From an optimization exercise on the open Yosys and OpenROAD flow, aimed at small area, a short achievable clock period and few clock cycles per item; shortcuts taken in it are not production practice.
Only simulation tests tie the RTL to the original design; equivalence was not proved.

// loop_slot_unit
module loop_slot_unit (
    input  wire        clk,
    input  wire        rst,
    input  wire        in_valid,
    output wire        in_ready,
    input  wire [2:0]  typ,
    input  wire [3:0]  fmt,
    input  wire        lim_src,
    input  wire [7:0]  signs,
    input  wire        hold,
    input  wire        start,
    input  wire [31:0] a,
    input  wire [31:0] b,
    input  wire [31:0] c,
    input  wire [31:0] d,
    input  wire [31:0] p0,
    input  wire [31:0] p1,
    input  wire [31:0] p2,
    input  wire [31:0] p3,
    input  wire [31:0] p4,
    input  wire [31:0] p5,
    input  wire [15:0] p6,
    input  wire [31:0] st_out,
    input  wire [31:0] st_i,
    input  wire [7:0]  gov_gap,
    input  wire [7:0]  gov_win,
    output reg         out_valid,
    output reg  [31:0] out,
    output reg  [31:0] aux,
    output reg  [5:0]  flags
);
Size in the first run: roughly 8500 cells after synthesis, ~510 I/O pins, ~83000 um2 of cells after synthesis.
Settings: LEC_CHECK=0, CAP_MARGIN=10, CELL_PAD_IN_SITES_DETAIL_PLACEMENT=2, CELL_PAD_IN_SITES_GLOBAL_PLACEMENT=2, CORE_MARGIN=2, CORE_UTILIZATION=25, CTS_CLUSTER_DIAMETER=120, CTS_CLUSTER_SIZE=24, SLEW_MARGIN=10, SYNTH_HIERARCHICAL=1, SYNTH_MINIMUM_KEEP_SIZE=0; clock period 44.0 ns.
standard.sh (not shown) runs the stock make flow with config.mk's settings and CLKGATE_MAP_FILE= SYNTH_SCRIPT=/design/flow/synth_recipe.tcl, a recipe that flattens the netlist after the stock synthesis.
==> flow/flow/run.sh <==
#!/bin/bash
# The standard layout (the standard.sh: standard synthesis, floorplan, placement,
# CTS, routing) with these changes to how it is made; the constraints
# (constraint.sdc) are the design's:
# - every port still gets a buffer, but the smallest one (buf_1) to start with;
# - ORFS's timing repair is asked to keep 34.5 ns of setup slack at the design's
#   44 ns clock, so that it sizes and buffers every path longer than 9.5 ns
#   (including those port buffers), with gate cloning off and sizing free to
#   change a cell's footprint.
# make's full output goes to standard.log here; ORFS keeps each step's log under orfs/logs.
set -euo pipefail
bash standard.sh SETUP_SLACK_MARGIN=34.5 SKIP_GATE_CLONING=1 MATCH_CELL_FOOTPRINT=0 \
    "BUFFER_PORTS_ARGS=-buffer_cell sky130_fd_sc_hd__buf_1" finish > standard.log 2>&1
The baseline produced a clean layout.
Testbench counts at the start, summed over its fixed seeds: cycles 37,310, items 32,000.
Then changed:
--- a/flow/design.v
+++ b/flow/design.v
@@ -2725,20 +2725,21 @@
     localparam M_PASS = 3'd0, M_BAND = 3'd1, M_RAMP = 3'd2, M_SCALE = 3'd3,
                M_PI0 = 3'd4, M_PI1 = 3'd5;
     reg         rdy, rdy_o;       
     assign in_ready = rdy_o;
     wire        acc   = in_valid & rdy;
     wire        acc_o = in_valid & rdy_o;
-    wire        gov_in = (gov_gap < p6[7:0]) | (gov_win >= p6[15:8]);
+    wire [2:0]  gl_in = {gov_gap[7:4] < p6[7:4], gov_gap[7:4] == p6[7:4], gov_gap[3:0] < p6[3:0]};
+    wire [2:0]  wl_in = {gov_win[7:4] < p6[15:12], gov_win[7:4] == p6[15:12], gov_win[3:0] < p6[11:8]};
     wire [7:0]  gap_in = (gov_gap == 8'hff) ? 8'hff : gov_gap + 8'd1;
     reg         v0;
     reg  [2:0]  t0;
     reg  [3:0]  f0;
     reg         ls0, h0, s0;
     reg  [7:0]  sg0, gap0;
-    reg         gov0;
+    reg  [2:0]  gl0, wl0;
     reg  [31:0] a0, b0, c0, d0, k0, k1, k2, k3, k4, k5, so0, si0;
     always @(posedge clk) begin
         if (rst) begin
             rdy   <= 1'b1;
             rdy_o <= 1'b1;
             v0    <= 1'b0;
@@ -2749,13 +2750,13 @@
         end
         if (rdy) begin
             t0 <= typ; f0 <= fmt; a0 <= a; b0 <= b; k0 <= p0; k4 <= p4; k5 <= p5;
         end
         ls0 <= lim_src; h0 <= hold; s0 <= start; sg0 <= signs;
         c0 <= c; d0 <= d; k1 <= p1; k2 <= p2; k3 <= p3;
-        so0 <= st_out; si0 <= st_i; gov0 <= gov_in; gap0 <= gap_in;
+        so0 <= st_out; si0 <= st_i; gl0 <= gl_in; wl0 <= wl_in; gap0 <= gap_in;
     end
     wire is_band  = t0 == T_BAND;
     wire is_pi    = t0 == T_PI;
     wire is_ramp  = t0 == T_RAMP;
     wire is_limit = t0 == T_LIMIT;
     wire is_sum   = t0 == T_SUM;
@@ -2863,13 +2864,13 @@
         fl1  <= is_limit ? {lim_order, 3'd0, lim_act, 1'b0} :
                 is_sum ? {5'd0, sum_pos_ov | sum_neg_ov} :
                 is_ramp ? {4'd0, cl_act, 1'b0} : 6'd0;
         up1  <= band_up | is_ramp;
         dn1  <= band_dn;
         h1   <= h0;
-        gov1 <= gov0;
+        gov1 <= (gl0[2] | (gl0[1] & gl0[0])) | ~(wl0[2] | (wl0[1] & wl0[0]));
         eov1 <= e_ov;
         iov1 <= s_inc_ov;
         dov1 <= s_dec_ov;
         st1  <= s0;
         ge1  <= ~cl_below;      
         le1  <= ~cl_above;      
Result: Global-route usage grows by 0.42 points; routed wire length grows by 2.5%; clock skew grows by 0.0033 ns; flip-flop and latch count grows by 5; worst setup slack improved by 0.036 ns; sequential share of layout area grows by 0.11 points; hold slack improved by 0.016 ns; final area barely changes; clock-buffer cell count shrinks by 3; final cell count grows by 2.1%; die area hardly moves.
Testbench counts after the change, summed over its fixed seeds: cycles 37,310, items 32,000.

==> what the ideal ports hide <==
How much do the figures lean on ideal ports? The routed layouts below were timed once more, with nothing changed but the port constraints. Step 1 assumes that a clkbuf_16 drives the clock port and a buf_2 every other input. Step 2 times the ports against the registers' clock, not the clock port: input delays grow and output delays shrink by t, the midpoint of the rising clock arrivals with the driver on. Slacks: ideal / step 1 / step 2; pairs: ideal / step 1.
run | shift t [ns] | setup slack, ns | hold WS [ns] | cell pins on the clock port's net
the first run | 0.885 | 33.878 / 33.768 / 33.064 | 0.333 / 0.333 / 0.333 | 1
the second run | 0.874 | 33.914 / 33.818 / 34.002 | 0.349 / 0.349 / 0.349 | 1
After both steps every run listed still meets setup and hold. The setup slack of the first run, which loses most, moves by -0.110 ns with the drivers and by -0.814 ns with both steps.
